This is an optimization exercise on Yosys and OpenROAD, whose aim is small area, a short achievable clock period and few clock cycles per item, not a production implementation.
The RTL was checked by simulation tests, not by an equivalence proof against the original design.

==> 03-14 <==
Design das_combine, start of the top module:
module das_combine (
    input  wire        clk,
    input  wire        rst,           
    input  wire        in_valid,
    output wire        in_ready,
    input  wire [23:0] in_phx,        
    input  wire [23:0] in_phy,
    input  wire [23:0] in_px,
    input  wire [23:0] in_py,
    input  wire [15:0] in_ax,         
    input  wire [15:0] in_ay,
    input  wire [15:0] in_qx,
    input  wire [15:0] in_qy,
    input  wire [31:0] in_fade_thr,   
    output reg         out_valid,
    output reg  [23:0] out_d,         
    output reg         out_fade
);
    localparam NDS = 6;               
    function [24:0] benc16;           
        input [15:0] b;
        integer i;
        reg [17:0] x;
        begin
            x = {1'b0, b, 1'b0};
            for (i = 0; i < 8; i = i + 1) begin
                benc16[i]      = x[2*i+1] ^ x[2*i];
                benc16[9+i]    = (x[2*i+2] & ~x[2*i+1] & ~x[2*i]) |
                                 (~x[2*i+2] & x[2*i+1] & x[2*i]);
                benc16[17+i]   = x[2*i+2];
            end
            benc16[8] = b[15];
        end
    endfunction
    function [18:0] benc12;           
        input [11:0] b;
        integer i;
        reg [13:0] x;
        begin
            x = {1'b0, b, 1'b0};
            for (i = 0; i < 6; i = i + 1) begin
                benc12[i]      = x[2*i+1] ^ x[2*i];
                benc12[7+i]    = (x[2*i+2] & ~x[2*i+1] & ~x[2*i]) |
                                 (~x[2*i+2] & x[2*i+1] & x[2*i]);
  ...
export LEC_CHECK = 0
export ABC_AREA = 1
export CAP_MARGIN = 20
export CORE_MARGIN = 2
export CORE_UTILIZATION = 40
export PLACE_DENSITY = 0.6
export SLEW_MARGIN = 20
create_clock -name core_clock -period 15.0 [get_ports {clk}]
standard.sh (not shown) runs the stock make flow with config.mk's settings and CLKGATE_MAP_FILE= SYNTH_SCRIPT=/design/flow/synth_recipe.tcl, a recipe that flattens the netlist after the stock synthesis.
==> flow/flow/run.sh <==
#!/bin/bash
# Layout flow: the standard ORFS layout (standard.sh, unchanged synthesis,
# floorplan, placement, CTS, routing), with the resizer's setup repair asked to
# leave 9.5 ns of slack on the 15 ns clock instead of 0, so that it sizes and
# buffers the critical paths for a shorter achieved period.  The clock period,
# the SDC and all constraints are the design's; only the repair target moves.
set -euo pipefail
bash standard.sh SETUP_SLACK_MARGIN=9.5 finish > standard_flow.log 2>&1
==> inputs of 11-11, as changes to 03-14 <==
--- a/flow/design.v
+++ b/flow/design.v
@@ -51,22 +51,23 @@
     reg        rdy_q;
     assign in_ready = rdy_q;
     reg        v0;
     reg [23:0] dx0, dy0;
     reg [15:0] ax0, ay0;
-    reg [24:0] qxe0, qye0;
+    reg [15:0] qx0, qy0;
     reg [31:0] thr0;
     wire [23:0] eA  = dy0 - dx0;
     wire        sA  = eA[23];
     wire [23:0] eaA = sA ? (24'd0 - eA) : eA;       
     wire        slowA = |eaA[23:12];
     wire [11:0] chiA = eaA[22:11] | {12{eaA[23]}};
     wire [11:0] cloA = {eaA[23], eaA[10:0]};
     wire [11:0] c1A  = slowA ? chiA : eaA[11:0];
     wire [31:0] wxs, wxc, wys, wyc;
-    das_mul16 mx (.a(ax0), .one(qxe0[8:0]), .two(qxe0[16:9]), .neg(qxe0[24:17]), .s(wxs), .c(wxc));
-    das_mul16 my (.a(ay0), .one(qye0[8:0]), .two(qye0[16:9]), .neg(qye0[24:17]), .s(wys), .c(wyc));
+    wire [24:0] qxe = benc16(qx0), qye = benc16(qy0);
+    das_mul16 mx (.a(ax0), .one(qxe[8:0]), .two(qxe[16:9]), .neg(qxe[24:17]), .s(wxs), .c(wxc));
+    das_mul16 my (.a(ay0), .one(qye[8:0]), .two(qye[16:9]), .neg(qye[24:17]), .s(wys), .c(wyc));
     wire [31:0] wxA = wxs + wxc;
     wire [31:0] wyA = wys + wyc;
     reg        vF, slowF, sF;
     reg [31:0] wxF, wyF, thrF;
     reg [18:0] ceF;                   
@@ -116,14 +117,14 @@
             if (g == 0) begin : first
                 always @(posedge clk) begin
                     v  <= vM & ~rst;
                     p1 <= p1M;
                     rl <= xM;
-                    w  <= wM;
+                    w  <= p2M ? wD[NDS] : wM;
                     dx <= p2M ? dE : dxF;
-                    s  <= sF;
-                    f  <= fadeM;
+                    s  <= p2M ? sD[NDS] : sF;
+                    f  <= p2M ? fD[NDS] : fadeM;
                 end
             end else begin : rest
                 always @(posedge clk) begin
                     v  <= vD[g-1] & ~rst;
                     p1 <= p1D[g-1];
@@ -153,24 +154,24 @@
             v0   <= in_valid & rdy_q & ~rst;
             dx0  <= in_phx - in_px;
             dy0  <= in_phy - in_py;
             ax0  <= in_ax;
             ay0  <= in_ay;
-            qxe0 <= benc16(in_qx);
-            qye0 <= benc16(in_qy);
+            qx0  <= in_qx;
+            qy0  <= in_qy;
             thr0 <= in_fade_thr;
         end
+        sF    <= sA;
+        wxF   <= wxA;
+        thrF  <= thr0;
+        dxF   <= dx0;
         if (!hold) begin
             vF    <= v0;
             slowF <= slowA;
-            sF    <= sA;
-            wxF   <= wxA;
             wyF   <= wyA;
-            thrF  <= thr0;
             ceF   <= benc12(c1A);
             cloF  <= cloA;
-            dxF   <= dx0;
         end else if (p1M) begin
             ceF   <= benc12(cloF);    
         end
         out_valid <= vE & ~p1E;
         out_d     <= wzE ? 24'd0 : dE;
CORE_UTILIZATION = 50   (was 40)
CTS_BUF_LIST = sky130_fd_sc_hd__clkbuf_4 sky130_fd_sc_hd__clkbuf_8   (was unset)
PLACE_DENSITY = 0.7   (was 0.6)
==> inputs of 11-26, as changes to 03-14 <==
--- a/flow/design.v
+++ b/flow/design.v
@@ -51,22 +51,23 @@
     reg        rdy_q;
     assign in_ready = rdy_q;
     reg        v0;
     reg [23:0] dx0, dy0;
     reg [15:0] ax0, ay0;
-    reg [24:0] qxe0, qye0;
+    reg [15:0] qx0, qy0;
     reg [31:0] thr0;
     wire [23:0] eA  = dy0 - dx0;
     wire        sA  = eA[23];
     wire [23:0] eaA = sA ? (24'd0 - eA) : eA;       
     wire        slowA = |eaA[23:12];
     wire [11:0] chiA = eaA[22:11] | {12{eaA[23]}};
     wire [11:0] cloA = {eaA[23], eaA[10:0]};
     wire [11:0] c1A  = slowA ? chiA : eaA[11:0];
     wire [31:0] wxs, wxc, wys, wyc;
-    das_mul16 mx (.a(ax0), .one(qxe0[8:0]), .two(qxe0[16:9]), .neg(qxe0[24:17]), .s(wxs), .c(wxc));
-    das_mul16 my (.a(ay0), .one(qye0[8:0]), .two(qye0[16:9]), .neg(qye0[24:17]), .s(wys), .c(wyc));
+    wire [24:0] qxe = benc16(qx0), qye = benc16(qy0);
+    das_mul16 mx (.a(ax0), .one(qxe[8:0]), .two(qxe[16:9]), .neg(qxe[24:17]), .s(wxs), .c(wxc));
+    das_mul16 my (.a(ay0), .one(qye[8:0]), .two(qye[16:9]), .neg(qye[24:17]), .s(wys), .c(wyc));
     wire [31:0] wxA = wxs + wxc;
     wire [31:0] wyA = wys + wyc;
     reg        vF, slowF, sF;
     reg [31:0] wxF, wyF, thrF;
     reg [18:0] ceF;                   
@@ -116,14 +117,14 @@
             if (g == 0) begin : first
                 always @(posedge clk) begin
                     v  <= vM & ~rst;
                     p1 <= p1M;
                     rl <= xM;
-                    w  <= wM;
+                    w  <= p2M ? wD[NDS] : wM;
                     dx <= p2M ? dE : dxF;
-                    s  <= sF;
-                    f  <= fadeM;
+                    s  <= p2M ? sD[NDS] : sF;
+                    f  <= p2M ? fD[NDS] : fadeM;
                 end
             end else begin : rest
                 always @(posedge clk) begin
                     v  <= vD[g-1] & ~rst;
                     p1 <= p1D[g-1];
@@ -153,24 +154,24 @@
             v0   <= in_valid & rdy_q & ~rst;
             dx0  <= in_phx - in_px;
             dy0  <= in_phy - in_py;
             ax0  <= in_ax;
             ay0  <= in_ay;
-            qxe0 <= benc16(in_qx);
-            qye0 <= benc16(in_qy);
+            qx0  <= in_qx;
+            qy0  <= in_qy;
             thr0 <= in_fade_thr;
         end
+        sF    <= sA;
+        wxF   <= wxA;
+        thrF  <= thr0;
+        dxF   <= dx0;
         if (!hold) begin
             vF    <= v0;
             slowF <= slowA;
-            sF    <= sA;
-            wxF   <= wxA;
             wyF   <= wyA;
-            thrF  <= thr0;
             ceF   <= benc12(c1A);
             cloF  <= cloA;
-            dxF   <= dx0;
         end else if (p1M) begin
             ceF   <= benc12(cloF);    
         end
         out_valid <= vE & ~p1E;
         out_d     <= wzE ? 24'd0 : dE;
CORE_UTILIZATION = 50   (was 40)
CTS_BUF_LIST = sky130_fd_sc_hd__clkbuf_4 sky130_fd_sc_hd__clkbuf_8   (was unset)
CTS_CLUSTER_DIAMETER = 70   (was unset)
CTS_CLUSTER_SIZE = 14   (was unset)
PLACE_DENSITY = 0.7   (was 0.6)
==> results.py <==
metrics = {
    "route": {
        "wl_met2_um": 123400,
        "via_count": 73081,
    },
    "yosys": {
        "syn-mean-instance-area_sq_um": 8.039,
        "yosys.area_share.simple_pct": 13.93,
    },
    "global_routing": {
        "grt_use_total_pct": 25.03,
        "antenna_found_initial": 14,
        "grt_pass1_wl_um": 414900,
    },
    "clock_tree": {
        "cts_setup_buffers": 79,
        "clk_pin_slew_ns": 0.06,
    },
    "final_layout": {
        "drive_above_1_share_pct": 9.586,
    },
    "setup_path": {
        "reg2reg_slack_ns": 9.54,
        "crit_start": "ceF[0]$_DFFE_PP_",
    },
    "floorplanning": {
        "core_area_sq_um": 209200,
    },
    "timing": {
        "fin_crit_sh_pct": 36.43,
    },
    "status": {
        "status": "no timing/DRC/antenna violations",
    },
    "placed_design": {
        "dp_hpwl_um": 214900,
    },
}
the above is filed under 03-14

==> results.py <==
metrics = {
    "status": {
        "status": "no timing/DRC/antenna violations",
    },
    "global_routing": {
        "grt_pass1_wl_um": 409900,
        "grt_use_total_pct": 30.99,
        "antenna_found_initial": 23,
    },
    "timing": {
        "fin_tns_setup_ns": 0,
    },
    "floorplanning": {
        "dieArea_sq_um": 170400,
        "core_area_sq_um": 166700,
    },
    "clock_tree": {
        "cts_setup_buffers": 81,
        "hold_buffers": 0,
        "clk_pin_slew_ns": 0.07,
    },
    "final_layout": {
        "drive_above_1_share_pct": 9.030,
    },
    "setup_path": {
        "reg2reg_slack_ns": 9.60,
    },
    "yosys": {
        "syn-mean-instance-area_sq_um": 7.808,
    },
    "route": {
        "wl_met2_um": 124800,
        "wirelength_um": 275000,
    },
}
the above is filed under 11-11

==> results.py <==
metrics = {
    "yosys": {
        "syn-mean-instance-area_sq_um": 7.808,
    },
    "route": {
        "wl_met2_um": 123400,
        "via_count": 73397,
    },
    "global_routing": {
        "grt_use_total_pct": 30.71,
        "grt_pass1_wl_um": 407000,
        "antenna_found_initial": 26,
    },
    "setup_path": {
        "reg2reg_slack_ns": 9.60,
        "crit_start": "qy0[3]$_DFFE_PN_",
    },
    "final_layout": {
        "finalCoreUtilization_pct": 56.27,
        "drive_above_1_share_pct": 7.765,
        "nonClkBufAreaFrac_pct": 4.955,
    },
    "floorplanning": {
        "core_area_sq_um": 166700,
    },
    "clock_tree": {
        "cts_setup_buffers": 83,
        "clk_pin_slew_ns": 0.09,
    },
    "timing": {
        "fin_crit_sh_pct": 36.00,
    },
    "status": {
        "status": "no timing/DRC/antenna violations",
    },
}
the above is filed under 11-26

Testbench counts of 03-14, summed over its fixed seeds: cycles 12,080, items 12,000.
Testbench counts of 11-11, summed over its fixed seeds: cycles 12,080, items 12,000.
Testbench counts of 11-26, summed over its fixed seeds: cycles 12,080, items 12,000.

re-timing with driven ports:
The results above use ideal ports. As a check the final layouts listed here were re-extracted and re-timed, cells and wires unchanged.
Step 1: set_driving_cell puts a clkbuf_16 on clk and a buf_2 on each other input, an assumption about the parent block.
Step 2 moves the port delays by t, midway between the first and last clock arrival at a register: inputs arrive t later, outputs are due t later. That takes back most of the time a late clock gives input paths.
a / b / c = ideal / step 1 / step 2; a / b = the first two.
run	t, ns	setup slack, ns	worst setup path after step 2
03-14	0.855	9.536 / 9.536 / 8.887	input to register
11-11	1.035	9.596 / 9.596 / 8.701	input to register
11-26	0.942	9.600 / 9.600 / 8.717	input to register
After both steps every run listed still meets setup and hold. For 11-11, which loses most, drivers alone change the setup slack by 0.000 ns; drivers and shift together by -0.895 ns.
